This is an optimization exercise on Yosys and OpenROAD, whose aim is small area, a short achievable clock period and few clock cycles, not a production implementation. In this exercise RTL edits were held to simulation tests only and were not proved equivalent to the original. Power figures rest on the tool's default switching activity, not on a simulated workload.

[flow/config.mk]
export PLATFORM = sky130hd
export DESIGN_NAME = dsp_exec
export DESIGN_NICKNAME = dsp_exec
export VERILOG_FILES = /design/flow/design.v
export SDC_FILE = /design/flow/constraint.sdc
export NUM_CORES = 4
export LEC_CHECK = 0
export CAP_MARGIN = 20
export CORE_MARGIN = 2
export CORE_UTILIZATION = 60
export PLACE_DENSITY = 0.72
export SETUP_SLACK_MARGIN = 0.5
export SLEW_MARGIN = 20
[flow/constraint.sdc]
create_clock -name core_clock -period 17.0 [get_ports {clk}]
set_input_delay 3.4000 -clock core_clock [delete_from_list [all_inputs] [get_ports {clk}]]
set_output_delay 3.4000 -clock core_clock [all_outputs]
set_load 0.01 [all_outputs]
[flow/design.v]
module dsp_exec (
    input  wire        clk,
    input  wire        rst,         
    input  wire        in_valid,
    output wire        in_ready,
    input  wire [35:0] in_insn,
    output reg         out_valid,
    input  wire        out_ready,
    output reg  [31:0] out_d,
    output reg  [39:0] out_acc,
    output reg  [15:0] out_st
);
    localparam OP_LDI   = 6'h0A, OP_MOV   = 6'h0B, OP_MVR   = 6'h0C, OP_LDSI  = 6'h0D;
    localparam OP_ADD   = 6'h10, OP_SUB   = 6'h11, OP_AND   = 6'h12, OP_OR    = 6'h13;
    localparam OP_XOR   = 6'h14, OP_SHL   = 6'h15, OP_SHR   = 6'h16, OP_ASR   = 6'h17;
    localparam OP_CMP   = 6'h18, OP_PAR   = 6'h19, OP_ADDI  = 6'h1A, OP_ANDI  = 6'h1B;
    localparam OP_ORI   = 6'h1C, OP_XORI  = 6'h1D, OP_ADD32 = 6'h1E, OP_SUB32 = 6'h1F;
    localparam OP_MPY   = 6'h20, OP_MAC   = 6'h21, OP_MSU   = 6'h22;
    localparam OP_CLRA  = 6'h24, OP_SHA   = 6'h25, OP_STA   = 6'h26, OP_LDAC  = 6'h27;
    localparam OP_ADDA  = 6'h28, OP_SUBA  = 6'h29, OP_STAP  = 6'h2A;
    reg [15:0] dreg [0:15];
    reg [15:0] dvld;
    reg [39:0] areg [0:3];
    reg [3:0]  avld;
    reg [15:0] st;
    reg        sk_valid;
    reg        in_rdy;        
    reg [35:0] sk_insn;
    assign in_ready = in_rdy;
    wire accept = in_valid && !sk_valid;
    wire [35:0] nx_insn = sk_valid ? sk_insn : in_insn;
    wire [5:0]  nx_op   = nx_insn[35:30];
    wire        nx_mul  = nx_op[5];
    wire        nx_mulb = (nx_op[5:2] == 4'b1000);
    wire        nx_mvr  = (nx_op == OP_MVR);
    wire        nx_a32  = (nx_op == OP_ADD32) || (nx_op == OP_SUB32);
    wire [3:0]  nx_aa   = nx_mul ? nx_insn[27:24] : nx_mvr ? nx_insn[29:26] :
                          {nx_insn[25:23], nx_insn[22] & !nx_a32};
    wire [3:0]  nx_ab   = nx_mulb ? nx_insn[23:20] : {nx_insn[21:19], nx_insn[18] & !nx_a32};
    wire [5:0]  nx_amt  = ((nx_op == OP_SHA) && nx_insn[5]) ? (6'd0 - nx_insn[5:0]) : {1'b0, nx_insn[4:0]};
    wire [1:0]  nx_ap   = (nx_op == OP_SHA) ? nx_insn[29:28] :
                          ((nx_op == OP_ADDA) || (nx_op == OP_SUBA)) ? nx_insn[27:26] : nx_insn[25:24];
    reg        ir_valid;
    reg [35:0] ir;
    reg [3:0]  ir_aa, ir_ab;
    reg [1:0]  ir_ap;
    reg [5:0]  ir_amt;        
    wire [5:0]  op    = ir[35:30];
    wire [15:0] f_imm = ir[15:0];
    wire [3:0]  f_d   = ir[29:26];
    wire [3:0]  f_sh4 = ir[17:14];
    wire [1:0]  f_acc = ir[29:28];
    wire        f_dir = ir[25];
    wire        sreg17 = (ir[24:20] == 5'd17);
    localparam NF = 31;
    function [NF-1:0] dec;
        input [5:0] o;
        input       b5;           
        begin
            dec = {NF{1'b0}};
            dec[0]  = (o == OP_LDI);
            dec[1]  = (o == OP_MOV);
            dec[2]  = (o == OP_MVR);
            dec[3]  = (o == OP_LDSI);
            dec[4]  = (o == OP_ADD) || (o == OP_SUB) || (o == OP_CMP) || (o == OP_ADDI);
            dec[5]  = (o == OP_SUB) || (o == OP_CMP) || (o == OP_SUB32);      
            dec[6]  = (o == OP_AND) || (o == OP_OR) || (o == OP_XOR) ||
                      (o == OP_ANDI) || (o == OP_ORI) || (o == OP_XORI);
            dec[7]  = (o == OP_ANDI) || (o == OP_ORI) || (o == OP_XORI);
            dec[8]  = (o == OP_AND) || (o == OP_ANDI);
            dec[9]  = (o == OP_OR)  || (o == OP_ORI);
            dec[10] = (o == OP_SHL);
            dec[11] = (o == OP_ASR);
            dec[12] = (o == OP_SHL) || (o == OP_SHR) || (o == OP_ASR);
            dec[13] = (o == OP_PAR);
            dec[14] = (o == OP_ADD32) || (o == OP_SUB32);
            dec[15] = (o == OP_MPY) || (o == OP_MAC) || (o == OP_MSU);
            dec[16] = (o == OP_MSU);
            dec[17] = (o == OP_CLRA);
            dec[18] = (o == OP_SHA);
            dec[19] = (o == OP_STA);
            dec[20] = (o == OP_STAP);
            dec[21] = (o == OP_LDAC);
            dec[22] = (o == OP_ADDA) || (o == OP_SUBA);
            dec[23] = (o == OP_SUBA);
            dec[24] = (o == OP_SHA) && !b5;                                    
            dec[25] = (o == OP_CMP);
            dec[26] = (o == OP_ADDI);
            dec[27] = (o == OP_STA) || (o == OP_STAP) || (o == OP_SHA) ||
                      (o == OP_ADDA) || (o == OP_SUBA);                       
            dec[28] = (o == OP_MAC) || (o == OP_MSU) || (o == OP_ADDA) || (o == OP_SUBA);  
            dec[29] = (o == OP_MPY) || (o == OP_MAC) || (o == OP_MSU) || (o == OP_CLRA) ||
                      (o == OP_SHA) || (o == OP_LDAC) || (o == OP_ADDA) || (o == OP_SUBA);  
            dec[30] = (o == OP_SHA) && b5;                                     
        end
    endfunction
    wire [NF-1:0] nx_f = dec(nx_op, nx_insn[5]);
    reg  [NF-1:0] ir_f;
    wire is_ldi    = ir_f[0];
    wire is_mov    = ir_f[1];
    wire is_mvr    = ir_f[2];
    wire is_ldsi   = ir_f[3];
    wire is_addsub = ir_f[4];
    wire dosub     = ir_f[5];
    wire is_log    = ir_f[6];
    wire is_limm   = ir_f[7];
    wire is_and    = ir_f[8];
    wire is_or     = ir_f[9];
    wire is_shl    = ir_f[10];
    wire is_asr    = ir_f[11];
    wire is_sh16   = ir_f[12];
    wire is_par    = ir_f[13];
    wire is_a32    = ir_f[14];
    wire is_mul    = ir_f[15];
    wire is_msu    = ir_f[16];
    wire is_clra   = ir_f[17];
    wire is_sha    = ir_f[18];
    wire is_sta    = ir_f[19];
    wire is_stap   = ir_f[20];
    wire is_ldac   = ir_f[21];
    wire is_adda   = ir_f[22];
    wire is_suba   = ir_f[23];
    wire sha_left  = ir_f[24];
    wire is_cmp    = ir_f[25];
    wire is_addi   = ir_f[26];
    wire rd_acc1   = ir_f[27];
    wire use_x     = ir_f[28];
    wire wr_acc    = ir_f[29];
    wire sha_right = ir_f[30];
    reg [7:0]  sa_lo, sa_hi, sb_lo, sb_hi;
    reg [31:0] pa, pb;
    integer k;
    always @(*) begin
        pa = 32'd0;
        pb = 32'd0;
        for (k = 0; k < 8; k = k + 1) begin
            pa[15:0]  = pa[15:0]  | ({16{sa_lo[k]}} & dreg[2*k]);
            pa[31:16] = pa[31:16] | ({16{sa_hi[k]}} & dreg[2*k+1]);
            pb[15:0]  = pb[15:0]  | ({16{sb_lo[k]}} & dreg[2*k]);
            pb[31:16] = pb[31:16] | ({16{sb_hi[k]}} & dreg[2*k+1]);
        end
    end
    wire [15:0] da = ir_aa[0] ? pa[31:16] : pa[15:0];
    wire [15:0] db = ir_ab[0] ? pb[31:16] : pb[15:0];
    reg [3:0]  ap_sel;        
    reg [39:0] av;
    always @(*) begin
        av = 40'd0;
        for (k = 0; k < 4; k = k + 1)
            av = av | ({40{ap_sel[k]}} & areg[k]);
    end
    reg [3:0]  xs_sel;        
    reg [39:0] xv1;
    always @(*) begin
        xv1 = 40'd0;
        for (k = 0; k < 4; k = k + 1)
            xv1 = xv1 | ({40{xs_sel[k]}} & areg[k]);
    end
    wire [15:0] bsrc  = is_addi ? f_imm : db;
    wire [31:0] ax    = {pa[31:16], da};
    wire [31:0] bx    = {pb[31:16], bsrc} ^ {32{dosub}};
    wire [33:0] sum2  = {1'b0, ax, dosub} + {1'b0, bx, dosub};     
    wire [32:0] sum   = sum2[33:1];
    wire        c16   = sum[16] ^ ax[16] ^ bx[16];
    wire        v16   = (ax[15] == bx[15]) && (sum[15] != ax[15]);
    wire        v32   = (ax[31] == bx[31]) && (sum[31] != ax[31]);
    wire [31:0] zx    = (ax ^ bx) ^ {ax[30:0] | bx[30:0], dosub};
    wire        z16   = (zx[15:0] == 16'd0);
    wire        z32   = z16 && (zx[31:16] == 16'd0);
    wire [15:0] lb    = is_limm ? f_imm : db;
    wire [15:0] logr  = is_and ? (da & lb) : is_or ? (da | lb) : (da ^ lb);
    reg  [39:0] w;
    reg         fill;
    reg  [5:0]  amt;
    integer m;
    always @(*) begin
        if (sha_left) begin
            for (m = 0; m < 40; m = m + 1)
                w[m] = av[39-m];
            fill = 1'b0;
            amt  = ir_amt;
        end else begin
            w    = av;
            fill = av[39];
            amt  = ir_amt;
        end
    end
    wire [40:0] shx = {{32{fill}}, w, 1'b0} >> amt;    
    wire [39:0] q    = shx[40:1];
    wire        half = shx[0];
    reg  [39:0] q_rev;
    always @(*) for (m = 0; m < 40; m = m + 1) q_rev[m] = q[39-m];
    reg  [15:0] dsw;
    always @(*) for (m = 0; m < 16; m = m + 1) dsw[m] = is_shl ? da[15-m] : da[m];
    wire [16:0] sh16x = {{15{is_asr && da[15]}}, dsw, 1'b0} >> f_sh4;
    reg  [15:0] sh16r;
    always @(*) for (m = 0; m < 16; m = m + 1) sh16r[m] = sh16x[16-m];
    wire [15:0] shr16 = is_shl ? sh16r : sh16x[16:1];
    wire        shc   = sh16x[0];
    reg  [32:0] ts;
    always @(*) for (m = 0; m < 33; m = m + 1) ts[m] = ({1'b0, ir[4:0]} >= m[5:0]);
    reg  [38:0] ovm;          
    always @(*) for (m = 0; m < 39; m = m + 1) ovm[m] = (m >= 8) ? ts[39-m] : 1'b0;
    wire        sha_ovf = |((av[38:0] ^ {39{av[39]}}) & ovm);
    wire [39:0] sha_val = sha_left ? q_rev : q;
    wire        sticky  = |(av[29:0] & ts[31:2]);
    wire [1:0]  rnd  = st[13:12];
    wire        inc  = ((rnd == 2'd1) && half) || ((rnd == 2'd2) && half && (sticky || q[0]));
    wire [31:0] qi   = q[31:0] + {31'd0, inc};
    wire [38:0] tchg = av[39:1] ^ av[38:0];      
    reg  [39:0] ge, m16, m32, r15, r31;
    always @(*) begin
        for (m = 0; m < 40; m = m + 1) begin
            ge[m]  = (m >= 31) ? 1'b1 : !ts[m+1];
            m16[m] = (m >= 15) ? ge[m-15] : 1'b0;       
            m32[m] = (m >= 31) ? ge[m-31] : 1'b0;       
            r15[m] = ge[m] && !m16[m];                  
            r31[m] = ge[m] && !m32[m];                  
        end
    end
    wire        f16    = !(|(tchg & m16[38:0]));
    wire        f32    = !(|(tchg & m32[38:0]));
    wire        ones15 = &(av | ~r15);
    wire        ones31 = &(av | ~r31);
    wire        sat_hi16 = !av[39] && (!f16 || (ones15 && inc));
    wire        sat_lo16 =  av[39] && !f16;
    wire        sat_hi32 = !av[39] && (!f32 || (ones31 && inc));
    wire        sat_lo32 =  av[39] && !f32;
    wire        fit16  = !(sat_hi16 || sat_lo16);
    wire        fit32  = !(sat_hi32 || sat_lo32);
    wire [15:0] sta16  = sat_hi16 ? 16'h7FFF : sat_lo16 ? 16'h8000 : qi[15:0];
    wire [31:0] sta32  = sat_hi32 ? 32'h7FFFFFFF : sat_lo32 ? 32'h80000000 : qi;
    wire [40:0] mul_s, mul_c;
    dsp_booth u_booth (.a(da), .b(db), .neg(is_msu), .s(mul_s), .c(mul_c));
    reg         e2_valid;
    reg  [40:0] e2_s, e2_c;
    reg         e2_cin;
    reg  [39:0] e2_x;         
    reg  [1:0]  e2_acc;
    reg         e2_wra;       
    reg         e2_chk;       
    reg         e2_satc;      
    reg         e2_sats;      
    reg         e2_shaov;     
    reg         e2_shasg;     
    reg  [31:0] e2_d;         
    wire [40:0] xx   = {e2_x[39], e2_x};
    wire [40:0] cs_s = xx ^ e2_s ^ e2_c;
    wire [40:0] cs_c = {(xx[39:0] & e2_s[39:0]) | (xx[39:0] & e2_c[39:0]) | (e2_s[39:0] & e2_c[39:0]), e2_cin};
    wire [40:0] ex   = cs_s + cs_c;
    wire        ov_a = ex[40] ^ ex[39];
    wire        ov   = (e2_chk && ov_a) || e2_shaov;
    wire        sat  = (e2_satc && ov_a) || e2_sats;
    wire        sgn  = e2_chk ? ex[40] : e2_shasg;
    wire [39:0] accr = sat ? (sgn ? {1'b1, 39'd0} : {1'b0, {39{1'b1}}}) : ex[39:0];
    wire        e2_ovf = e2_valid && ov;
    wire out_free = !out_valid || out_ready;
    wire e2_free  = !e2_valid || out_free;
    wire hazard   = e2_valid && e2_wra && rd_acc1 && (ir_ap == e2_acc);
    wire ir_go    = ir_valid && e2_free && !hazard;
    wire ir_free  = !ir_valid || ir_go;
    wire [15:0] st_now = {st[15:6], st[5] | e2_ovf, st[4:0]};    
    reg         wr_d, wr_p;
    reg  [15:0] wlo, whi;
    reg  [15:0] st1;          
    always @(*) begin
        wr_d = 1'b0; wr_p = 1'b0;
        wlo  = 16'd0; whi = 16'd0;
        st1  = st_now;
        if (is_ldi) begin
            wr_d = 1'b1; wlo = f_imm;
        end
        if (is_mov) begin
            wr_d = 1'b1; wlo = da;
        end
        if (is_mvr) begin
            if (f_dir) begin
                wr_d = 1'b1; wlo = sreg17 ? st_now : 16'd0;
            end else if (sreg17)
                st1 = da & 16'hFFEF;
        end
        if (is_ldsi && sreg17)
            st1 = f_imm & 16'hFFEF;
        if (is_addsub) begin
            wr_d = !is_cmp; wlo = sum[15:0];
            st1[0] = z16; st1[1] = sum[15]; st1[2] = c16; st1[3] = v16;
        end
        if (is_log) begin
            wr_d = 1'b1; wlo = logr;
            st1[0] = (logr == 16'd0); st1[1] = logr[15]; st1[2] = 1'b0; st1[3] = 1'b0;
        end
        if (is_sh16) begin
            wr_d = 1'b1; wlo = shr16;
            st1[0] = (shr16 == 16'd0); st1[1] = shr16[15];
            if (f_sh4 != 4'd0) st1[2] = shc;
        end
        if (is_par) begin
            wr_d = 1'b1; wlo = {15'd0, ^(da & db)};
            st1[0] = ~(^(da & db));
        end
        if (is_a32) begin
            wr_p = 1'b1; wlo = sum[15:0]; whi = sum[31:16];
            st1[0] = z32; st1[1] = sum[31]; st1[2] = sum[32]; st1[3] = v32;
        end
        if (is_sta) begin
            wr_d = 1'b1; wlo = sta16;
            if (!fit16) st1[5] = 1'b1;
        end
        if (is_stap) begin
            wr_p = 1'b1; wlo = sta32[15:0]; whi = sta32[31:16];
            if (!fit32) st1[5] = 1'b1;
        end
    end
    wire [15:0] whi_bus = wr_p ? whi : wlo;
    wire [40:0] s_in = is_mul ? mul_s :
                       is_adda ? ({av[39], av} ^ {41{is_suba}}) :
                       is_sha  ? {1'b0, sha_val} :
                       is_ldac ? {{9{pa[31]}}, pa} : 41'd0;
    wire [40:0] c_in = is_mul ? mul_c : 41'd0;
    reg  [3:0] avld_e2, avld_ir;
    always @(*)
        for (k = 0; k < 4; k = k + 1) begin
            avld_e2[k] = avld[k] || (e2_valid && e2_wra && e2_acc == k);
            avld_ir[k] = avld_e2[k] || (ir_valid && wr_acc && f_acc == k);
        end
    reg  [15:0] wmask;
    always @(*)
        for (k = 0; k < 16; k = k + 1)
            wmask[k] = (wr_d && f_d == k) || (wr_p && f_d[3:1] == k[3:1]);
    wire [15:0] dvld_ld = dvld | (ir_valid ? wmask : 16'd0);
    integer n;
    always @(posedge clk) begin
        if (!sk_valid)
            sk_insn <= in_insn;
        if (ir_free) begin
            ir    <= nx_insn;
            ir_aa <= nx_aa;
            ir_ab <= nx_ab;
            ir_ap <= nx_ap;
            ir_amt <= nx_amt;
            ir_f  <= nx_f;
            for (n = 0; n < 8; n = n + 1) begin
                sa_lo[n] <= (nx_aa[3:1] == n) && dvld_ld[2*n];
                sa_hi[n] <= (nx_aa[3:1] == n) && dvld_ld[2*n+1];
                sb_lo[n] <= (nx_ab[3:1] == n) && dvld_ld[2*n];
                sb_hi[n] <= (nx_ab[3:1] == n) && dvld_ld[2*n+1];
            end
        end
        if (ir_free)
            for (n = 0; n < 4; n = n + 1) begin
                ap_sel[n] <= (nx_ap == n) && avld_ir[n];
                xs_sel[n] <= nx_f[28] && (nx_insn[29:28] == n) && avld_ir[n];
            end
        for (n = 0; n < 16; n = n + 1) begin
            if (ir_go && wmask[n]) begin
                dreg[n] <= n[0] ? whi_bus : wlo;
            end
        end
        for (n = 0; n < 4; n = n + 1)
            if (e2_valid && out_free && e2_wra && e2_acc == n)
                areg[n] <= accr;
        if (e2_free) begin
            e2_s     <= s_in;
            e2_c     <= c_in;
            e2_cin   <= is_suba;
            e2_x     <= (use_x && e2_valid && e2_wra && e2_acc == f_acc) ? accr : xv1;
            e2_satc  <= use_x && st[11];
            e2_sats  <= is_sha && sha_left && sha_ovf && st[11];
            e2_acc   <= f_acc;
            e2_wra   <= wr_acc;
            e2_chk   <= use_x;
            e2_shaov <= is_sha && sha_left && sha_ovf;
            e2_shasg <= av[39];
            e2_d     <= {wr_p ? whi : 16'd0, (wr_d || wr_p) ? wlo : 16'd0};
        end
        if (out_free) begin
            out_d   <= e2_d;
            out_acc <= accr;    
            out_st  <= st_now;
        end
        if (rst) begin
            sk_valid  <= 1'b0;
            in_rdy    <= 1'b1;
            ir_valid  <= 1'b0;
            e2_valid  <= 1'b0;
            out_valid <= 1'b0;
            dvld      <= 16'd0;
            avld      <= 4'd0;
            st        <= 16'd0;
        end else begin
            sk_valid  <= sk_valid ? !ir_free : (accept && ir_valid && !ir_go);
            in_rdy    <= sk_valid ? ir_free : !(accept && ir_valid && !ir_go);
            if (ir_free)
                ir_valid <= sk_valid || accept;
            if (e2_free)
                e2_valid <= ir_go;
            if (out_free)
                out_valid <= e2_valid;
            for (n = 0; n < 16; n = n + 1)
                if (ir_go && wmask[n])
                    dvld[n] <= 1'b1;
            for (n = 0; n < 4; n = n + 1)
                if (e2_valid && out_free && e2_wra && e2_acc == n)
                    avld[n] <= 1'b1;
            if (ir_go)
                st <= st1;
            else if (e2_valid && out_free)
                st <= st_now;
        end
    end
endmodule
module dsp_booth (
    input  wire [15:0] a,
    input  wire [15:0] b,
    input  wire        neg,    
    output wire [40:0] s,
    output wire [40:0] c
);
    wire [16:0] bx = {b, 1'b0};
    wire [16:0] ax = {a[15], a};
    wire b0_one = bx[1] ^ bx[0];
    wire b0_two = (bx[2] & ~bx[1] & ~bx[0]) | (~bx[2] & bx[1] & bx[0]);
    wire b0_neg = bx[2] ^ neg;
    wire [16:0] pp0 = (({17{b0_one}} & ax) | ({17{b0_two}} & {ax[15:0], 1'b0})) ^ {17{b0_neg}};
    wire b1_one = bx[3] ^ bx[2];
    wire b1_two = (bx[4] & ~bx[3] & ~bx[2]) | (~bx[4] & bx[3] & bx[2]);
    wire b1_neg = bx[4] ^ neg;
    wire [16:0] pp1 = (({17{b1_one}} & ax) | ({17{b1_two}} & {ax[15:0], 1'b0})) ^ {17{b1_neg}};
    wire b2_one = bx[5] ^ bx[4];
    wire b2_two = (bx[6] & ~bx[5] & ~bx[4]) | (~bx[6] & bx[5] & bx[4]);
    wire b2_neg = bx[6] ^ neg;
    wire [16:0] pp2 = (({17{b2_one}} & ax) | ({17{b2_two}} & {ax[15:0], 1'b0})) ^ {17{b2_neg}};
    wire b3_one = bx[7] ^ bx[6];
    wire b3_two = (bx[8] & ~bx[7] & ~bx[6]) | (~bx[8] & bx[7] & bx[6]);
    wire b3_neg = bx[8] ^ neg;
    wire [16:0] pp3 = (({17{b3_one}} & ax) | ({17{b3_two}} & {ax[15:0], 1'b0})) ^ {17{b3_neg}};
    wire b4_one = bx[9] ^ bx[8];
    wire b4_two = (bx[10] & ~bx[9] & ~bx[8]) | (~bx[10] & bx[9] & bx[8]);
    wire b4_neg = bx[10] ^ neg;
    wire [16:0] pp4 = (({17{b4_one}} & ax) | ({17{b4_two}} & {ax[15:0], 1'b0})) ^ {17{b4_neg}};
    wire b5_one = bx[11] ^ bx[10];
    wire b5_two = (bx[12] & ~bx[11] & ~bx[10]) | (~bx[12] & bx[11] & bx[10]);
    wire b5_neg = bx[12] ^ neg;
    wire [16:0] pp5 = (({17{b5_one}} & ax) | ({17{b5_two}} & {ax[15:0], 1'b0})) ^ {17{b5_neg}};
    wire b6_one = bx[13] ^ bx[12];
    wire b6_two = (bx[14] & ~bx[13] & ~bx[12]) | (~bx[14] & bx[13] & bx[12]);
    wire b6_neg = bx[14] ^ neg;
    wire [16:0] pp6 = (({17{b6_one}} & ax) | ({17{b6_two}} & {ax[15:0], 1'b0})) ^ {17{b6_neg}};
    wire b7_one = bx[15] ^ bx[14];
    wire b7_two = (bx[16] & ~bx[15] & ~bx[14]) | (~bx[16] & bx[15] & bx[14]);
    wire b7_neg = bx[16] ^ neg;
    wire [16:0] pp7 = (({17{b7_one}} & ax) | ({17{b7_two}} & {ax[15:0], 1'b0})) ^ {17{b7_neg}};
    wire t1 = pp0[10] ^ pp1[8];
    wire t2 = pp0[10] & pp1[8];
    wire t3 = pp0[11] ^ pp1[9];
    wire t4 = pp0[11] & pp1[9];
    wire t5 = pp0[12] ^ pp1[10] ^ pp2[8];
    wire t6 = (pp0[12] & pp1[10]) | (pp0[12] & pp2[8]) | (pp1[10] & pp2[8]);
    wire t7 = pp3[6] ^ pp4[4];
    wire t8 = pp3[6] & pp4[4];
    wire t9 = pp0[13] ^ pp1[11] ^ pp2[9];
    wire t10 = (pp0[13] & pp1[11]) | (pp0[13] & pp2[9]) | (pp1[11] & pp2[9]);
    wire t11 = pp3[7] ^ pp4[5];
    wire t12 = pp3[7] & pp4[5];
    wire t13 = pp0[14] ^ pp1[12] ^ pp2[10];
    wire t14 = (pp0[14] & pp1[12]) | (pp0[14] & pp2[10]) | (pp1[12] & pp2[10]);
    wire t15 = pp3[8] ^ pp4[6] ^ pp5[4];
    wire t16 = (pp3[8] & pp4[6]) | (pp3[8] & pp5[4]) | (pp4[6] & pp5[4]);
    wire t17 = pp6[2] ^ pp7[0];
    wire t18 = pp6[2] & pp7[0];
    wire t19 = pp0[15] ^ pp1[13] ^ pp2[11];
    wire t20 = (pp0[15] & pp1[13]) | (pp0[15] & pp2[11]) | (pp1[13] & pp2[11]);
    wire t21 = pp3[9] ^ pp4[7] ^ pp5[5];
    wire t22 = (pp3[9] & pp4[7]) | (pp3[9] & pp5[5]) | (pp4[7] & pp5[5]);
    wire t23 = pp6[3] ^ pp7[1];
    wire t24 = pp6[3] & pp7[1];
    wire t25 = ~pp0[16] ^ pp1[14] ^ pp2[12];
    wire t26 = (~pp0[16] & pp1[14]) | (~pp0[16] & pp2[12]) | (pp1[14] & pp2[12]);
    wire t27 = pp3[10] ^ pp4[8] ^ pp5[6];
    wire t28 = (pp3[10] & pp4[8]) | (pp3[10] & pp5[6]) | (pp4[8] & pp5[6]);
    wire t29 = pp6[4] ^ pp7[2] ^ 1'b1;
    wire t30 = (pp6[4] & pp7[2]) | (pp6[4] & 1'b1) | (pp7[2] & 1'b1);
    wire t31 = pp1[15] ^ pp2[13] ^ pp3[11];
    wire t32 = (pp1[15] & pp2[13]) | (pp1[15] & pp3[11]) | (pp2[13] & pp3[11]);
    wire t33 = pp4[9] ^ pp5[7] ^ pp6[5];
    wire t34 = (pp4[9] & pp5[7]) | (pp4[9] & pp6[5]) | (pp5[7] & pp6[5]);
    wire t35 = pp7[3] ^ 1'b1;
    wire t36 = pp7[3] & 1'b1;
    wire t37 = ~pp1[16] ^ pp2[14] ^ pp3[12];
    wire t38 = (~pp1[16] & pp2[14]) | (~pp1[16] & pp3[12]) | (pp2[14] & pp3[12]);
    wire t39 = pp4[10] ^ pp5[8] ^ pp6[6];
    wire t40 = (pp4[10] & pp5[8]) | (pp4[10] & pp6[6]) | (pp5[8] & pp6[6]);
    wire t41 = pp2[15] ^ pp3[13] ^ pp4[11];
    wire t42 = (pp2[15] & pp3[13]) | (pp2[15] & pp4[11]) | (pp3[13] & pp4[11]);
    wire t43 = pp5[9] ^ pp6[7];
    wire t44 = pp5[9] & pp6[7];
    wire t45 = ~pp2[16] ^ pp3[14] ^ pp4[12];
    wire t46 = (~pp2[16] & pp3[14]) | (~pp2[16] & pp4[12]) | (pp3[14] & pp4[12]);
    wire t47 = pp3[15] ^ pp4[13];
    wire t48 = pp3[15] & pp4[13];
    wire t49 = pp0[6] ^ pp1[4];
    wire t50 = pp0[6] & pp1[4];
    wire t51 = pp0[7] ^ pp1[5];
    wire t52 = pp0[7] & pp1[5];
    wire t53 = pp0[8] ^ pp1[6] ^ pp2[4];
    wire t54 = (pp0[8] & pp1[6]) | (pp0[8] & pp2[4]) | (pp1[6] & pp2[4]);
    wire t55 = pp3[2] ^ pp4[0];
    wire t56 = pp3[2] & pp4[0];
    wire t57 = pp0[9] ^ pp1[7] ^ pp2[5];
    wire t58 = (pp0[9] & pp1[7]) | (pp0[9] & pp2[5]) | (pp1[7] & pp2[5]);
    wire t59 = pp3[3] ^ pp4[1];
    wire t60 = pp3[3] & pp4[1];
    wire t61 = pp2[6] ^ pp3[4] ^ pp4[2];
    wire t62 = (pp2[6] & pp3[4]) | (pp2[6] & pp4[2]) | (pp3[4] & pp4[2]);
    wire t63 = pp5[0] ^ b5_neg ^ t1;
    wire t64 = (pp5[0] & b5_neg) | (pp5[0] & t1) | (b5_neg & t1);
    wire t65 = pp2[7] ^ pp3[5] ^ pp4[3];
    wire t66 = (pp2[7] & pp3[5]) | (pp2[7] & pp4[3]) | (pp3[5] & pp4[3]);
    wire t67 = pp5[1] ^ t2 ^ t3;
    wire t68 = (pp5[1] & t2) | (pp5[1] & t3) | (t2 & t3);
    wire t69 = pp5[2] ^ pp6[0] ^ b6_neg;
    wire t70 = (pp5[2] & pp6[0]) | (pp5[2] & b6_neg) | (pp6[0] & b6_neg);
    wire t71 = t4 ^ t5 ^ t7;
    wire t72 = (t4 & t5) | (t4 & t7) | (t5 & t7);
    wire t73 = pp5[3] ^ pp6[1] ^ t6;
    wire t74 = (pp5[3] & pp6[1]) | (pp5[3] & t6) | (pp6[1] & t6);
    wire t75 = t8 ^ t9 ^ t11;
    wire t76 = (t8 & t9) | (t8 & t11) | (t9 & t11);
    wire t77 = b7_neg ^ t10 ^ t12;
    wire t78 = (b7_neg & t10) | (b7_neg & t12) | (t10 & t12);
    wire t79 = t13 ^ t15 ^ t17;
    wire t80 = (t13 & t15) | (t13 & t17) | (t15 & t17);
    wire t81 = t14 ^ t16 ^ t18;
    wire t82 = (t14 & t16) | (t14 & t18) | (t16 & t18);
    wire t83 = t19 ^ t21 ^ t23;
    wire t84 = (t19 & t21) | (t19 & t23) | (t21 & t23);
    wire t85 = t20 ^ t22 ^ t24;
    wire t86 = (t20 & t22) | (t20 & t24) | (t22 & t24);
    wire t87 = t25 ^ t27 ^ t29;
    wire t88 = (t25 & t27) | (t25 & t29) | (t27 & t29);
    wire t89 = t26 ^ t28 ^ t30;
    wire t90 = (t26 & t28) | (t26 & t30) | (t28 & t30);
    wire t91 = t31 ^ t33 ^ t35;
    wire t92 = (t31 & t33) | (t31 & t35) | (t33 & t35);
    wire t93 = pp7[4] ^ t32 ^ t34;
    wire t94 = (pp7[4] & t32) | (pp7[4] & t34) | (t32 & t34);
    wire t95 = t36 ^ t37 ^ t39;
    wire t96 = (t36 & t37) | (t36 & t39) | (t37 & t39);
    wire t97 = pp7[5] ^ 1'b1 ^ t38;
    wire t98 = (pp7[5] & 1'b1) | (pp7[5] & t38) | (1'b1 & t38);
    wire t99 = t40 ^ t41 ^ t43;
    wire t100 = (t40 & t41) | (t40 & t43) | (t41 & t43);
    wire t101 = pp5[10] ^ pp6[8] ^ pp7[6];
    wire t102 = (pp5[10] & pp6[8]) | (pp5[10] & pp7[6]) | (pp6[8] & pp7[6]);
    wire t103 = t42 ^ t44 ^ t45;
    wire t104 = (t42 & t44) | (t42 & t45) | (t44 & t45);
    wire t105 = pp5[11] ^ pp6[9] ^ pp7[7];
    wire t106 = (pp5[11] & pp6[9]) | (pp5[11] & pp7[7]) | (pp6[9] & pp7[7]);
    wire t107 = 1'b1 ^ t46 ^ t47;
    wire t108 = (1'b1 & t46) | (1'b1 & t47) | (t46 & t47);
    wire t109 = ~pp3[16] ^ pp4[14] ^ pp5[12];
    wire t110 = (~pp3[16] & pp4[14]) | (~pp3[16] & pp5[12]) | (pp4[14] & pp5[12]);
    wire t111 = pp6[10] ^ pp7[8] ^ t48;
    wire t112 = (pp6[10] & pp7[8]) | (pp6[10] & t48) | (pp7[8] & t48);
    wire t113 = pp4[15] ^ pp5[13] ^ pp6[11];
    wire t114 = (pp4[15] & pp5[13]) | (pp4[15] & pp6[11]) | (pp5[13] & pp6[11]);
    wire t115 = pp7[9] ^ 1'b1;
    wire t116 = pp7[9] & 1'b1;
    wire t117 = ~pp4[16] ^ pp5[14] ^ pp6[12];
    wire t118 = (~pp4[16] & pp5[14]) | (~pp4[16] & pp6[12]) | (pp5[14] & pp6[12]);
    wire t119 = pp5[15] ^ pp6[13];
    wire t120 = pp5[15] & pp6[13];
    wire t121 = pp0[4] ^ pp1[2];
    wire t122 = pp0[4] & pp1[2];
    wire t123 = pp0[5] ^ pp1[3];
    wire t124 = pp0[5] & pp1[3];
    wire t125 = pp2[2] ^ pp3[0] ^ b3_neg;
    wire t126 = (pp2[2] & pp3[0]) | (pp2[2] & b3_neg) | (pp3[0] & b3_neg);
    wire t127 = pp2[3] ^ pp3[1] ^ t50;
    wire t128 = (pp2[3] & pp3[1]) | (pp2[3] & t50) | (pp3[1] & t50);
    wire t129 = b4_neg ^ t52 ^ t53;
    wire t130 = (b4_neg & t52) | (b4_neg & t53) | (t52 & t53);
    wire t131 = t54 ^ t56 ^ t57;
    wire t132 = (t54 & t56) | (t54 & t57) | (t56 & t57);
    wire t133 = t58 ^ t60 ^ t61;
    wire t134 = (t58 & t60) | (t58 & t61) | (t60 & t61);
    wire t135 = t62 ^ t64 ^ t65;
    wire t136 = (t62 & t64) | (t62 & t65) | (t64 & t65);
    wire t137 = t66 ^ t68 ^ t69;
    wire t138 = (t66 & t68) | (t66 & t69) | (t68 & t69);
    wire t139 = t70 ^ t72 ^ t73;
    wire t140 = (t70 & t72) | (t70 & t73) | (t72 & t73);
    wire t141 = t74 ^ t76 ^ t77;
    wire t142 = (t74 & t76) | (t74 & t77) | (t76 & t77);
    wire t143 = t78 ^ t80 ^ t81;
    wire t144 = (t78 & t80) | (t78 & t81) | (t80 & t81);
    wire t145 = t82 ^ t84 ^ t85;
    wire t146 = (t82 & t84) | (t82 & t85) | (t84 & t85);
    wire t147 = t86 ^ t88 ^ t89;
    wire t148 = (t86 & t88) | (t86 & t89) | (t88 & t89);
    wire t149 = t90 ^ t92 ^ t93;
    wire t150 = (t90 & t92) | (t90 & t93) | (t92 & t93);
    wire t151 = t94 ^ t96 ^ t97;
    wire t152 = (t94 & t96) | (t94 & t97) | (t96 & t97);
    wire t153 = t98 ^ t100 ^ t101;
    wire t154 = (t98 & t100) | (t98 & t101) | (t100 & t101);
    wire t155 = t102 ^ t104 ^ t105;
    wire t156 = (t102 & t104) | (t102 & t105) | (t104 & t105);
    wire t157 = t106 ^ t108 ^ t109;
    wire t158 = (t106 & t108) | (t106 & t109) | (t108 & t109);
    wire t159 = t110 ^ t112 ^ t113;
    wire t160 = (t110 & t112) | (t110 & t113) | (t112 & t113);
    wire t161 = pp7[10] ^ t114 ^ t116;
    wire t162 = (pp7[10] & t114) | (pp7[10] & t116) | (t114 & t116);
    wire t163 = pp7[11] ^ 1'b1 ^ t118;
    wire t164 = (pp7[11] & 1'b1) | (pp7[11] & t118) | (1'b1 & t118);
    wire t165 = ~pp5[16] ^ pp6[14] ^ pp7[12];
    wire t166 = (~pp5[16] & pp6[14]) | (~pp5[16] & pp7[12]) | (pp6[14] & pp7[12]);
    wire t167 = pp6[15] ^ pp7[13];
    wire t168 = pp6[15] & pp7[13];
    wire t169 = pp0[2] ^ pp1[0];
    wire t170 = pp0[2] & pp1[0];
    wire t171 = pp0[3] ^ pp1[1];
    wire t172 = pp0[3] & pp1[1];
    wire t173 = pp2[0] ^ b2_neg ^ t121;
    wire t174 = (pp2[0] & b2_neg) | (pp2[0] & t121) | (b2_neg & t121);
    wire t175 = pp2[1] ^ t122 ^ t123;
    wire t176 = (pp2[1] & t122) | (pp2[1] & t123) | (t122 & t123);
    wire t177 = t49 ^ t124 ^ t125;
    wire t178 = (t49 & t124) | (t49 & t125) | (t124 & t125);
    wire t179 = t51 ^ t126 ^ t127;
    wire t180 = (t51 & t126) | (t51 & t127) | (t126 & t127);
    wire t181 = t55 ^ t128 ^ t129;
    wire t182 = (t55 & t128) | (t55 & t129) | (t128 & t129);
    wire t183 = t59 ^ t130 ^ t131;
    wire t184 = (t59 & t130) | (t59 & t131) | (t130 & t131);
    wire t185 = t63 ^ t132 ^ t133;
    wire t186 = (t63 & t132) | (t63 & t133) | (t132 & t133);
    wire t187 = t67 ^ t134 ^ t135;
    wire t188 = (t67 & t134) | (t67 & t135) | (t134 & t135);
    wire t189 = t71 ^ t136 ^ t137;
    wire t190 = (t71 & t136) | (t71 & t137) | (t136 & t137);
    wire t191 = t75 ^ t138 ^ t139;
    wire t192 = (t75 & t138) | (t75 & t139) | (t138 & t139);
    wire t193 = t79 ^ t140 ^ t141;
    wire t194 = (t79 & t140) | (t79 & t141) | (t140 & t141);
    wire t195 = t83 ^ t142 ^ t143;
    wire t196 = (t83 & t142) | (t83 & t143) | (t142 & t143);
    wire t197 = t87 ^ t144 ^ t145;
    wire t198 = (t87 & t144) | (t87 & t145) | (t144 & t145);
    wire t199 = t91 ^ t146 ^ t147;
    wire t200 = (t91 & t146) | (t91 & t147) | (t146 & t147);
    wire t201 = t95 ^ t148 ^ t149;
    wire t202 = (t95 & t148) | (t95 & t149) | (t148 & t149);
    wire t203 = t99 ^ t150 ^ t151;
    wire t204 = (t99 & t150) | (t99 & t151) | (t150 & t151);
    wire t205 = t103 ^ t152 ^ t153;
    wire t206 = (t103 & t152) | (t103 & t153) | (t152 & t153);
    wire t207 = t107 ^ t154 ^ t155;
    wire t208 = (t107 & t154) | (t107 & t155) | (t154 & t155);
    wire t209 = t111 ^ t156 ^ t157;
    wire t210 = (t111 & t156) | (t111 & t157) | (t156 & t157);
    wire t211 = t115 ^ t158 ^ t159;
    wire t212 = (t115 & t158) | (t115 & t159) | (t158 & t159);
    wire t213 = t117 ^ t160 ^ t161;
    wire t214 = (t117 & t160) | (t117 & t161) | (t160 & t161);
    wire t215 = t119 ^ t162 ^ t163;
    wire t216 = (t119 & t162) | (t119 & t163) | (t162 & t163);
    wire t217 = t120 ^ t164 ^ t165;
    wire t218 = (t120 & t164) | (t120 & t165) | (t164 & t165);
    wire t219 = 1'b1 ^ t166 ^ t167;
    wire t220 = (1'b1 & t166) | (1'b1 & t167) | (t166 & t167);
    wire t221 = ~pp6[16] ^ pp7[14] ^ t168;
    wire t222 = (~pp6[16] & pp7[14]) | (~pp6[16] & t168) | (pp7[14] & t168);
    wire t223 = pp7[15] ^ 1'b1;
    wire t224 = pp7[15] & 1'b1;
    assign s = {1'b1, 1'b1, 1'b1, 1'b1, 1'b1, 1'b1, 1'b1, 1'b1, 1'b1, 1'b1, ~pp7[16], t222, t220, t218, t216, t214, t212, t210, t208, t206, t204, t202, t200, t198, t196, t194, t192, t190, t188, t186, t184, t182, t180, t178, t176, t174, t172, t170, b1_neg, pp0[1], pp0[0]};
    assign c = {1'b0, 1'b0, 1'b0, 1'b0, 1'b0, 1'b0, 1'b0, 1'b0, 1'b0, 1'b0, t224, t223, t221, t219, t217, t215, t213, t211, t209, t207, t205, t203, t201, t199, t197, t195, t193, t191, t189, t187, t185, t183, t181, t179, t177, t175, t173, t171, t169, 1'b0, b0_neg};
endmodule
[flow/flow/run.sh]
#!/bin/bash
# Standard ORFS layout (the standard.sh) with two changes to how it is made:
#  - setup repair aims for slack well beyond the 17 ns clock (SETUP_SLACK_MARGIN
#    raised), so repair_timing works the paths down to about 5.4 ns;
#  - the port buffers are buf_2 cells (resizable buf family) instead of the
#    default delay-buffer cell, which MATCH_CELL_FOOTPRINT keeps from resizing.
# Clock, constraints and every other step are unchanged.  Make's output goes to
# flow_make.log; ORFS writes each step's log under orfs/logs.
set -euo pipefail
MARGIN=${MARGIN:-11.6}
bash standard.sh SETUP_SLACK_MARGIN=$MARGIN "BUFFER_PORTS_ARGS=-buffer_cell sky130_fd_sc_hd__buf_2" finish > flow_make.log 2>&1
[flow/standard.sh]
#!/bin/bash
# synth_recipe.tcl (not shown) runs the flow's synth.tcl, then flattens the netlist and writes it again
# the make line also repeats each setting of config.mk as NAME=value (left out here)
make -C /OpenROAD-flow-scripts/flow DESIGN_CONFIG=/design/flow/config.mk WORK_HOME=/design/flow/orfs CLKGATE_MAP_FILE= SYNTH_SCRIPT=/design/flow/synth_recipe.tcl "${@:-finish}"
==> impl_metrics.json, run 1 <==
{
  "routed-via-count": 52480,
  "drc": 0,
  "wire_length_of_the_first_global_routing_pass_um": 340100,
  "avgSynthCellArea_um2": 10.20,
  "synthSimpleGateAreaFrac_pct": 11.36,
  "async_flop_share_pct": 0,
  "setup.reg_to_reg.worst_slack_ns": 11.50,
  "synth_top_area_share_pct": 40.19,
  "whs_ns": 0.4210,
  "synth_cells": 5573,
  "hold_violations": 0,
  "globalRouteTotalUtil_pct": 47.95,
  "design.final.nets": 6056,
  "port_buffer_count": 128,
  "max_slew.worst_pin.slew_ns": 1.170,
  "detailedRoute.firstIterationViolations": 9919,
  "worstPathRequired_ns": 17.43,
  "peakVddDrop_uv": 257.2,
  "clk_root_buffer_cell": "sky130_fd_sc_hd__clkbuf_16",
  "yosys_most_used_dff": "sky130_fd_sc_hd__edfxtp_1",
  "core.rowCount": 112,
  "area_delta_synth_final_pct": 14.85,
  "synth_top_family_by_area": "compound AO/OA/AOI/OAI gates",
  "gr-total-overflow": 0,
  "critical_path.endpoint_type": "flip-flop",
  "synth-compound-area-share_pct": 21.59,
  "fillers": 7040,
  "slew-limit-headroom_pct": 19.75,
  "power.density_nw_per_um2": 178.5,
  "hpwlAfterDp_um": 170500,
  "netlist_top_cells_area": "sky130_fd_sc_hd__edfxtp_1, sky130_fd_sc_hd__a22oi_1, sky130_fd_sc_hd__fa_1",
  "first_global_vias": 48230,
  "routed_length_per_instance_um": 34.38,
  "synth.mux.area_fraction_pct": 5.801,
  "timing.clock.skew_ns": 0.07408,
  "ant_nets": 0,
  "insertion_delay_ns": 0.71,
  "floorplan.initialDensity_pct": 60.74,
  "synth_fa_ha_area_share_pct": 7.760,
  "critical_path_peak_fanout": 16,
  "max_freq_ghz": 0.1818,
  "cell_area_placed_um2": 59170,
  "first_pass_iters": 11,
  "worst_path_clk_slew_ns": 0.06,
  "hold_path.class": "reg -> reg",
  "route.detailed.vias_per_inst": 7.434,
  "setup_repair_after_global_routing_missed_its_margin": "true",
  "gp_routability_congestion": 1.093,
  "critPathKind": "reg -> reg",
  "post_route_cells_drive_above_1_share_pct": 18.13,
  "synthesis.area_um2": 56860,
  "tritoncts.num_buffers": 88,
  "synth_cell_types": 97,
  "ys_ff_latch": 837,
  "cts_tree": "built",
  "grt_antenna_before_repair": 15,
  "run_status": "complete, no violations",
  "instances_no_fill": 7059,
  "io_pins": 130,
  "finalMaxSlewViolations": 0,
  "placeableCoreArea_um2": 93610,
  "static-leakage-power_nw": 24.77,
  "start_kind": "flip-flop",
  "totalNegativeSetupSlack_ns": 0,
  "ctsHtreeMaxLevel": 3,
  "edff_count_synth": 761,
  "fin_crit_sh_pct": 32.36,
  "ys_warn_count": 3,
  "die_height_um": 311.8,
  "synthXorXnorAreaFrac_pct": 6.186,
  "place_ws_ns": 10.00,
  "cp_data_arrival_time_ns": 5.93,
  "yosys.area.top_type": "sky130_fd_sc_hd__edfxtp_1",
  "final_period_minus_worst_setup_slack_ns": 5.501,
  "die_x_um": 311.8,
  "seq_area_frac_synth_pct": 42.87,
  "numClockSinks": 837,
  "setup_viol": 0,
  "drv.max_cap_violation_count": 0,
  "fin_ws_ns": 11.50,
  "place_inst": 6707,
  "drt-total-wl_um": 242700,
  "syn_nets": 5897,
  "cts.path.max_buffers": 3,
  "grt_max_degree": 109,
  "finalInstanceArea_um2": 65300,
  "dieArea_um2": 97240
}
[cell usage in the layout, fill, tap and decap left out, types with 107 or more instances in the layout]
| cell | instances |
|---|---|
| sky130_fd_sc_hd__nand2_1 | 321 |
| sky130_fd_sc_hd__buf_2 | 128 |
| sky130_fd_sc_hd__xor2_1 | 131 |
| sky130_fd_sc_hd__buf_4 | 305 |
| sky130_fd_sc_hd__a21oi_1 | 301 |
| sky130_fd_sc_hd__a22oi_1 | 521 |
| sky130_fd_sc_hd__ha_1 | 165 |
| sky130_fd_sc_hd__inv_1 | 222 |
| sky130_fd_sc_hd__mux2i_1 | 107 |
| sky130_fd_sc_hd__xnor2_1 | 248 |
| sky130_fd_sc_hd__o21ai_0 | 211 |
| sky130_fd_sc_hd__nor2_1 | 423 |
| sky130_fd_sc_hd__fa_1 | 113 |
| sky130_fd_sc_hd__edfxtp_1 | 761 |
[cells by family after synthesis]
kind of cell               count (synthesis)
AOI/OAI and AO/OA                       1787
other                                      1
adders and majority gates                285
DFF                                      837
xor gates and xnor gates                 400
and+or+nand+nor                         1372
buffers and inverters                    646
muxes                                    245
[area by class of cell]
type / instances / area, µm² / share of cell area, %
tap: 1254 / 1569 / 2.403
clock buffer: 116 / 2377 / 3.641
multi-input combinational: 4092 / 31710 / 48.57
inverter: 232 / 892.1 / 1.366
antenna: 2 / 5.005 / 0.007665
timing repair buffer: 481 / 3855 / 5.904
clock inverter: 45 / 511.7 / 0.7837
sequential: 837 / 24370 / 37.33
[flip-flops by register name, summed over array words and instances, names as in the netlist, 4 cells and up]
register and flops:
dreg 256, areg 160, e2_s 41, e2_x 40, out_acc 40, sk_insn 36, e2_d 32, out_d 32
e2_c 30, ir_f 29, ir 27, dvld 16, out_st 15, st 15, sa_hi 8, sa_lo 8
sb_hi 8, sb_lo 8, ir_amt 6, ap_sel 4, avld 4, xs_sel 4
[Yosys cell counts, drive strengths merged, types with 27 or more instances]
library cell	count
xor2	143
fa	113
a21oi	339
and2	91
mux2i	121
inv	228
ha	171
a31oi	40
nand3	111
o21a	59
mux4	61
a21o	107
xnor2	256
o21ai	227
nand2	358
nand2b	34
nor4	27
clkbuf	343
a22oi	540
a221oi	59
o211ai	36
nor3	90
nand4	95
nor2b	28
nor2	442
a211o	28
buf	71
mux2	63
o22ai	72
dfxtp	76
a211oi	63
edfxtp	761
[routing by layer]
layer / global-route usage [%] / wire length, µm / vias to the layer above
met1: 60.39 / 81130 / 25010
met3: 14.59 / 35520 / 1263
li1: - / - / 21460
met2: 69.89 / 101600 / 4733
met5: 0 / 86 / -
met4: 35.30 / 24330 / 12
[path summary, 6_finish.rpt]
check,end,from,cells after the start
worst min-delay path,out_d[0],e2_d[0],0
worst min register to register,out_d[0],e2_d[0],0
worst max register to register,dreg[5][10],sb_lo[0],21
worst max-delay path,dreg[5][10],sb_lo[0],21
[timing repair]
item	in CTS	in global routing
endpoints found under the setup margin	613	496
hold buffers	0	0
gates resized for setup	147	178
setup buffers	107	68
pin swaps	28	45
gates cloned	0	12
[report_power, final]
group	total (W)	switching (W)	internal (W)
Sequential	0.00297	0.000145	0.00283
Clock	0.00195	0.000848	0.00110
Combinational	0.00673	0.00426	0.00247
[per-stage QoR]
stage          util [%]  total power [W]
2_1_floorplan         -         0.006568
3_3_place_gp      63.16         0.008976
3_5_place_dp      63.21         0.009064
4_1_cts           68.05          0.01116
5_1_grt           69.75          0.01207
6_report          69.75          0.01165
[worst max-delay path, stage by stage (launching register included)]
cell and delay (ns):
sky130_fd_sc_hd__edfxtp_1 0.46, sky130_fd_sc_hd__buf_12 0.20, sky130_fd_sc_hd__a22oi_1 0.18, sky130_fd_sc_hd__nand4_1 0.42, sky130_fd_sc_hd__mux2i_4 0.35, sky130_fd_sc_hd__buf_12 0.19, sky130_fd_sc_hd__nor2_1 0.05, sky130_fd_sc_hd__a21oi_1 0.15
sky130_fd_sc_hd__xnor2_1 0.11, sky130_fd_sc_hd__ha_1 0.37, sky130_fd_sc_hd__nand2_1 0.13, sky130_fd_sc_hd__o211ai_1 0.24, sky130_fd_sc_hd__a31oi_2 0.13, sky130_fd_sc_hd__buf_4 0.17, sky130_fd_sc_hd__o31ai_4 0.23, sky130_fd_sc_hd__xnor2_1 0.22
sky130_fd_sc_hd__nand2_1 0.13, sky130_fd_sc_hd__nand2_1 0.05, sky130_fd_sc_hd__o22ai_1 0.20, sky130_fd_sc_hd__a41oi_2 0.38, sky130_fd_sc_hd__a22o_1 0.41, sky130_fd_sc_hd__o21bai_2 0.44
Testbench counts, summed over its fixed seeds: cycles 32,773.
==> inputs of run 2 (changes only) <==
--- a/flow/config.mk
+++ b/flow/config.mk
@@ -8,6 +8,7 @@
 export CAP_MARGIN = 20
 export CORE_MARGIN = 2
 export CORE_UTILIZATION = 60
+export CTS_BUF_LIST = sky130_fd_sc_hd__clkbuf_8
 export PLACE_DENSITY = 0.72
 export SETUP_SLACK_MARGIN = 0.5
 export SLEW_MARGIN = 20
==> run 2 against run 1 <==
- final area increased by 0.14%
- critical path depth decreased by 2
- largest power group unchanged
- via count up 0.52%
- die area stayed put
- highest routed layer unchanged
- non-clock buffer count grew 22
- routed wire length up 0.25%
- sequential power about the same
- register-to-register slack lost 0.16 ns
==> impl_metrics.json, run 2 <==
{
  "run_status": "complete, no violations",
  "finalMaxSlewViolations": 0,
  "design.final.nets": 6127,
  "gr-total-overflow": 0,
  "numClockSinks": 837,
  "synthSimpleGateAreaFrac_pct": 11.36,
  "largest_register_ffs": 256,
  "critical_path_peak_fanout": 15,
  "async_flop_share_pct": 0,
  "port_buffer_count": 128,
  "instances_no_fill": 7167,
  "start_kind": "flip-flop",
  "routed_length_per_instance_um": 33.95,
  "mostFrequentLayoutCells": "sky130_fd_sc_hd__edfxtp_1, sky130_fd_sc_hd__a22oi_1, sky130_fd_sc_hd__nor2_1",
  "peakVddDrop_uv": 256.8,
  "synthesis.area_um2": 56860,
  "hold_violations": 0,
  "cts_tree": "built",
  "seq_area_frac_synth_pct": 42.87,
  "setup.reg_to_reg.worst_slack_ns": 11.34,
  "power.density_nw_per_um2": 176.8,
  "place_inst": 6707,
  "synth_top_area_share_pct": 40.19,
  "slowest_delay_ns": 0.52,
  "synth_fa_ha_area_share_pct": 7.760,
  "synth.most_common_cell": "sky130_fd_sc_hd__edfxtp_1",
  "synth.top_cells.by_count": "sky130_fd_sc_hd__edfxtp_1, sky130_fd_sc_hd__a22oi_1, sky130_fd_sc_hd__nor2_1, sky130_fd_sc_hd__nand2_1, sky130_fd_sc_hd__clkbuf_1",
  "fin_crit_sh_pct": 33.30,
  "io_pins": 130,
  "synthXorXnorAreaFrac_pct": 6.186,
  "static-leakage-power_nw": 25.05,
  "drt-total-wl_um": 243300,
  "setup_viol": 0,
  "critical_path_buffer_and_inverter_count": 2,
  "wire_length_of_the_first_global_routing_pass_um": 339400,
  "drc": 0,
  "ant_nets": 0,
  "dieArea_um2": 97240,
  "core.rowCount": 112,
  "cpMaxStageDelayCell": "sky130_fd_sc_hd__or4_1",
  "final_period_minus_worst_setup_slack_ns": 5.661,
  "detailedRoute.firstIterationViolations": 9731,
  "tritoncts.num_buffers": 138,
  "edff_count_synth": 761,
  "timing.clock.skew_ns": 0.07325,
  "yosys.area.top_type": "sky130_fd_sc_hd__edfxtp_1",
  "synth_cells": 5573,
  "route.detailed.vias_per_inst": 7.360,
  "synth-compound-area-share_pct": 21.59,
  "critPathKind": "reg -> reg",
  "post_route_cells_drive_above_1_share_pct": 19.20,
  "layout_commonest_cell": "sky130_fd_sc_hd__edfxtp_1",
  "crit_path_cell_trace": "buf_12 -> a22oi_1 -> nand4_1 -> mux2i_4 -> buf_12 -> nor2_1 -> a21oi_1 -> xnor2_1 -> ha_2 -> and3_1 -> o211ai_1 -> o311ai_4 -> o21ai_0 -> xnor2_1 -> a21o_1 -> or4_1 -> a21oi_4 -> nor3_1 -> a221o_1",
  "avgSynthCellArea_um2": 10.20,
  "grt_max_degree": 109,
  "hpwlAfterDp_um": 170500,
  "insertion_delay_ns": 0.90,
  "die_height_um": 311.8,
  "cts.path.max_buffers": 3,
  "cts_hold_buf": 0,
  "area_delta_synth_final_pct": 15.00,
  "netlist_top_cells_area": "sky130_fd_sc_hd__edfxtp_1, sky130_fd_sc_hd__a22oi_1, sky130_fd_sc_hd__fa_1",
  "yosys_most_used_dff": "sky130_fd_sc_hd__edfxtp_1",
  "place_ws_ns": 10.00,
  "reg.largest.list": "dreg: 256 flops, areg: 160 flops, e2_s: 41 flops",
  "first_pass_iters": 9,
  "globalRouteTotalUtil_pct": 47.98,
  "placeableCoreArea_um2": 93610,
  "synth.mux.area_fraction_pct": 5.801,
  "synth_cell_types": 97,
  "ys_warn_count": 3,
  "ctsHtreeMaxLevel": 4,
  "worst_path_dominant_cell_family": "compound AO/OA/AOI/OAI gates",
  "setup_repair_after_global_routing_missed_its_margin": "true",
  "floorplan.initialDensity_pct": 60.74,
  "ys_ff_latch": 837,
  "slew-limit-headroom_pct": 20.01,
  "worstPathRequired_ns": 17.59,
  "worst_path_clk_slew_ns": 0.06,
  "critical_path.endpoint_type": "flip-flop",
  "totalNegativeSetupSlack_ns": 0,
  "routed-via-count": 52750,
  "die_x_um": 311.8,
  "largest-register": "dreg",
  "first_global_vias": 48460,
  "drv.max_cap_violation_count": 0,
  "cp_data_arrival_time_ns": 6.25,
  "max_slew.worst_pin.slew_ns": 1.200,
  "syn_nets": 5897,
  "clk_root_buffer_cell": "sky130_fd_sc_hd__clkbuf_8",
  "grt_antenna_before_repair": 15,
  "fillers": 7081,
  "synth_top_family_by_area": "compound AO/OA/AOI/OAI gates",
  "hold_path.class": "reg -> reg",
  "gp_routability_congestion": 1.093,
  "fin_ws_ns": 11.34,
  "max_freq_ghz": 0.1766
}
run 2: worst register-to-register path, stage by stage, from the launching register on:
cell	delay (ns)
sky130_fd_sc_hd__edfxtp_1	0.46
sky130_fd_sc_hd__buf_12	0.20
sky130_fd_sc_hd__a22oi_1	0.20
sky130_fd_sc_hd__nand4_1	0.43
sky130_fd_sc_hd__mux2i_4	0.36
sky130_fd_sc_hd__buf_12	0.19
sky130_fd_sc_hd__nor2_1	0.05
sky130_fd_sc_hd__a21oi_1	0.16
sky130_fd_sc_hd__xnor2_1	0.17
sky130_fd_sc_hd__ha_2	0.36
sky130_fd_sc_hd__and3_1	0.19
sky130_fd_sc_hd__o211ai_1	0.14
sky130_fd_sc_hd__o311ai_4	0.19
sky130_fd_sc_hd__o21ai_0	0.24
sky130_fd_sc_hd__xnor2_1	0.16
sky130_fd_sc_hd__a21o_1	0.23
sky130_fd_sc_hd__or4_1	0.52
sky130_fd_sc_hd__a21oi_4	0.47
sky130_fd_sc_hd__nor3_1	0.19
sky130_fd_sc_hd__a221o_1	0.45
run 2: final timing paths:
| path | from | to | cells past startpoint |
|---|---|---|---|
| worst max-delay path | sb_lo[0] | dreg[5][5] | 19 |
| worst min-delay path | e2_d[0] | out_d[0] | 0 |
| worst min register to register | e2_d[0] | out_d[0] | 0 |
| worst max register to register | sb_lo[0] | dreg[5][5] | 19 |
run 2: kinds of logic (layout without fill, tap and decap cells):
kind of cell	count (synthesis)	count (layout)
compound gates	1787	1787
simple gates	1372	1373
flops	837	837
buf+inv	646	979
xor+xnor	400	400
fa+ha+maj	285	285
mux	245	245
other cells	1	7
run 2: report_power, final:
group,internal (W),total [W],switching (W)
logic,0.00251,0.00681,0.00430
registers,0.00283,0.00297,0.000144
clock network,0.000884,0.00178,0.000898
run 2: timing repair:
action / 4_1_cts / 5_1_grt
endpoints found under the setup margin: 559 / 486
pin swaps: 21 / 69
gates cloned: 1 / 9
buffers inserted: 90 / 106
resized for setup: 138 / 205
run 2: routing by layer:
layer	GRT usage (%)	part of all wire (%)
met1	59.81	34
met2	70.23	42
met3	14.95	15
met4	35.60	9.6
met5	0	0.080
run 2: area by class of cell:
cell class                      count  area (µm²)  area share [%]
Multi-Input combinational cell   4091       31780           48.60
Clock inverter                     99       670.6           1.026
Timing Repair Buffer              503        4091           6.257
Tap cell                         1254        1569           2.400
Antenna cell                        6       15.01         0.02296
Inverter                          232       892.1           1.364
Sequential cell                   837       24370           37.28
Clock buffer                      145        1996           3.052
run 2: through the flow:
stage / power, W / hold slack (ns) / cell area [µm²] / util (%)
after global placement: 0.008976 / 0.4102 / 59130 / 63.16
after global routing: 0.01194 / 0.4339 / 65370 / 69.84
after floorplan: 0.006568 / 0.4003 / 57180 / -
final: 0.01156 / 0.4210 / 65390 / 69.85
after detailed placement: 0.009064 / 0.4088 / 59170 / 63.21
after CTS: 0.01095 / 0.4235 / 63350 / 67.68
==> inputs of run 3 (changes only) <==
==> flow/config.mk (replaced) <==
export PLATFORM = sky130hd
export DESIGN_NAME = dsp_exec
export DESIGN_NICKNAME = dsp_exec
export VERILOG_FILES = /design/flow/design.v
export SDC_FILE = /design/flow/constraint.sdc
export NUM_CORES = 4
export LEC_CHECK = 0
export ABC_AREA = 1
export CAP_MARGIN = 20
export CORE_MARGIN = 2
export CORE_UTILIZATION = 55
export PLACE_DENSITY = 0.68
export SETUP_SLACK_MARGIN = 0.5
export SLEW_MARGIN = 20
==> run 3 against run 2 <==
- worst setup slack gained 0.23 ns
- critical path type unchanged
- sequential cell count is the same
- critical endpoint is now dreg[10][6]
- power grew 8.2%
- die area grew 10%
- clock skew shrank 0.033 ns
- utilization shrank 7.9 points
- still clean
- hold slack lost 0.0075 ns
==> impl_metrics.json, run 3 <==
{
  "run_status": "complete, no violations",
  "crit_path_cell_trace": "buf_4 -> nand2_1 -> nand2_1 -> nor2_1 -> nand3_2 -> nand2_1 -> buf_4 -> inv_1 -> ha_1 -> a21oi_1 -> nand2_1 -> nand2_1 -> nand3_1 -> nand3_1 -> nand2_1 -> xor2_1 -> nand2_1 -> o211ai_1 -> o2111ai_1 -> a31oi_2 -> nand2_1 -> nand2_1",
  "whs_ns": 0.4135,
  "instances_no_fill": 8822,
  "tritoncts.num_buffers": 91,
  "cpMaxStageDelayCell": "sky130_fd_sc_hd__a31oi_2",
  "critical_path.endpoint_type": "flip-flop",
  "switching_share_pct": 48.05,
  "routed-via-count": 56640,
  "power.density_nw_per_um2": 194.9,
  "fillers": 8890,
  "hold_violations": 0,
  "cts_tree": "built",
  "avgSynthCellArea_um2": 7.905,
  "area_delta_synth_final_pct": 11.55,
  "gp_routability_congestion": 1.101,
  "port_buffer_count": 128,
  "gr-total-overflow": 0,
  "seq_area_frac_synth_pct": 42.37,
  "ys_ff_latch": 837,
  "die_height_um": 327.4,
  "mostFrequentLayoutCells": "sky130_fd_sc_hd__nand2_1, sky130_fd_sc_hd__edfxtp_1, sky130_fd_sc_hd__nand3_1",
  "floorplan.initialDensity_pct": 55.50,
  "reg.largest.list": "dreg: 256 flops, areg: 160 flops, e2_s: 41 flops",
  "syn_nets": 7600,
  "async_flop_share_pct": 0,
  "synth_cell_types": 67,
  "pwr-share-comb_pct": 58.7,
  "yosys_most_used_dff": "sky130_fd_sc_hd__edfxtp_1",
  "cp_data_arrival_time_ns": 5.92,
  "slew-limit-headroom_pct": 13.93,
  "critical_path_buffer_and_inverter_count": 3,
  "largest-register": "dreg",
  "yosys.area.top_type": "sky130_fd_sc_hd__edfxtp_1",
  "drc": 0,
  "timing.clock.skew_ns": 0.04027,
  "p_total_w": 0.01250,
  "cts_hold_buf": 0,
  "max_slew.worst_pin.slew_ns": 1.278,
  "design.final.nets": 7685,
  "critPathKind": "reg -> reg",
  "totalNegativeSetupSlack_ns": 0,
  "peakVddDrop_uv": 343.2,
  "final_period_minus_worst_setup_slack_ns": 5.434,
  "insertion_delay_ns": 0.73,
  "start_kind": "flip-flop",
  "critical_path_peak_fanout": 23,
  "placeableCoreArea_um2": 103600,
  "ctsHtreeMaxLevel": 3,
  "route.detailed.vias_per_inst": 6.420,
  "synth.top_cells.by_count": "sky130_fd_sc_hd__nand2_1, sky130_fd_sc_hd__edfxtp_1, sky130_fd_sc_hd__nand3_1, sky130_fd_sc_hd__nor2_1, sky130_fd_sc_hd__inv_1",
  "synthesis.area_um2": 57520,
  "die_x_um": 327.4,
  "setup_viol": 0,
  "finalMaxSlewViolations": 0,
  "cts.path.max_buffers": 3,
  "globalRouteTotalUtil_pct": 45.36,
  "dieArea_um2": 107200,
  "internal_power_w": 0.006496,
  "synth_cells": 7276,
  "worst_path_clk_slew_ns": 0.07,
  "grt_max_degree": 72,
  "fin_crit_sh_pct": 31.96,
  "slowest_delay_ns": 0.45,
  "switchingPower_w": 0.006008,
  "synth_top_area_share_pct": 39.73,
  "layout_commonest_cell": "sky130_fd_sc_hd__nand2_1",
  "hold_path.class": "reg -> reg",
  "wire_length_of_the_first_global_routing_pass_um": 352700,
  "share_seq_of_total_power_pct": 24.7,
  "timing.critical_path.mode_cell": "sky130_fd_sc_hd__nand2_1",
  "setup_repair_after_global_routing_missed_its_margin": "true",
  "final_core_utilization_pct": 61.91,
  "place_inst": 8536,
  "post_route_cells_drive_above_1_share_pct": 10.53,
  "grt_antenna_before_repair": 10,
  "drt-total-wl_um": 248800,
  "p_clk_share_pct": 16.6,
  "io_pins": 130,
  "first_pass_iters": 8,
  "first_global_vias": 51550,
  "netlist_top_cells_area": "sky130_fd_sc_hd__edfxtp_1, sky130_fd_sc_hd__nand2_1, sky130_fd_sc_hd__nand3_1",
  "core.rowCount": 118,
  "hpwlAfterDp_um": 182900,
  "clk_root_buffer_cell": "sky130_fd_sc_hd__clkbuf_16",
  "detailedRoute.firstIterationViolations": 8650,
  "worst_path_dominant_cell_family": "simple AND/OR/NAND/NOR gates",
  "ant_nets": 0,
  "numClockSinks": 837,
  "routed_length_per_instance_um": 28.21,
  "synth.most_common_cell": "sky130_fd_sc_hd__nand2_1",
  "max_freq_ghz": 0.1840,
  "edff_count_synth": 761,
  "ys_warn_count": 3,
  "worstPathRequired_ns": 17.48,
  "static-leakage-power_nw": 28.24,
  "drv.max_cap_violation_count": 0,
  "largest_register_ffs": 256
}
-- run 3: timing repair --
| action | CTS | global route |
|---|---|---|
| setup buffers | 64 | 48 |
| pin swaps | 2 | 8 |
| gates resized for setup | 54 | 118 |
| setup endpoints to repair | 673 | 425 |
| hold endpoints to repair | 0 | 0 |
-- run 3: power groups by stage --
stage               registers [W]  logic (W)  clock network (W)
floorplan                 0.00309    0.00425                  0
global placement          0.00315    0.00677                  0
detailed placement        0.00316    0.00686                  0
CTS                       0.00310    0.00700            0.00207
global route              0.00311    0.00785            0.00215
finish                    0.00309    0.00734            0.00207
-- run 3: worst paths after layout --
path,from,endpoint,slack (ns),cells after the start
worst max-delay path,sa_lo[3],dreg[10][6],11.57,22
worst min-delay path,e2_d[13],out_d[13],0.41,0
worst max register to register,sa_lo[3],dreg[10][6],11.57,22
worst min register to register,e2_d[13],out_d[13],0.41,0
-- run 3: kinds of logic after synthesis --
family	count (synthesis)	share of synthesized area (%)
compound gates	1183	11.99
xor+xnor	264	4.072
fa+ha+maj	284	7.652
buf+inv	959	6.593
flops	837	42.37
mux	3	0.05221
other cells	1	0.006519
simple gates	3745	27.26
-- run 3: final cells by class --
class	count	area [µm²]	area share, %
timing repair buffer	340	2517	3.923
sequential	837	24370	37.99
clock inverter	55	674.4	1.051
clock buffer	116	2431	3.789
inverter	611	2350	3.662
tap	1380	1727	2.691
multi-input combinational	5480	30080	46.88
antenna	3	7.507	0.01170
-- run 3: routing by layer --
metal	vias to the layer above	global-route usage, %	part of all wire (%)
met3	982	10.72	12
met4	10	29.72	9.0
met5	-	0.3106	0.039
li1	24690	-	-
met2	4354	69.04	43
met1	26600	57.92	36
-- run 3: per-stage QoR --
step           area, µm²  setup WS [ns]
5_1_grt            64160          11.52
3_3_place_gp       59270          10.48
4_1_cts            63230          11.60
3_5_place_dp       59330          10.44
6_report           64160          11.57
2_1_floorplan      57680          10.43

## separate check: timing with driven ports
The results above use ideal ports. As a check the final layouts listed here were re-extracted and re-timed, cells and wires unchanged.
Step 1 (the two cells are an assumption about what drives the block):
set clk [get_ports {clk}]
set_driving_cell -lib_cell sky130_fd_sc_hd__clkbuf_16 $clk
set_driving_cell -lib_cell sky130_fd_sc_hd__buf_2 [delete_from_list [all_inputs] $clk]
Step 2, shift: input delay + t, output delay - t, t = (earliest + latest rising clock arrival at the registers) / 2. This alone moves slack from input paths to output paths.
Three values: ideal ports, drivers, drivers and shift; two values: the first two.
run | t (ns) | slack for setup (ns) | hold slack, ns
run 1 | 0.753 | 11.499 / 11.499 / 10.958 | 0.421 / 0.421 / 0.421
run 2 | 0.938 | 11.339 / 11.339 / 10.799 | 0.421 / 0.421 / 0.421
run 3 | 0.790 | 11.566 / 11.566 / 10.943 | 0.413 / 0.413 / 0.413
After both steps every run listed still meets setup and hold. The setup slack of run 3, which loses most, moves by 0.000 ns with the drivers and by -0.623 ns with both steps.
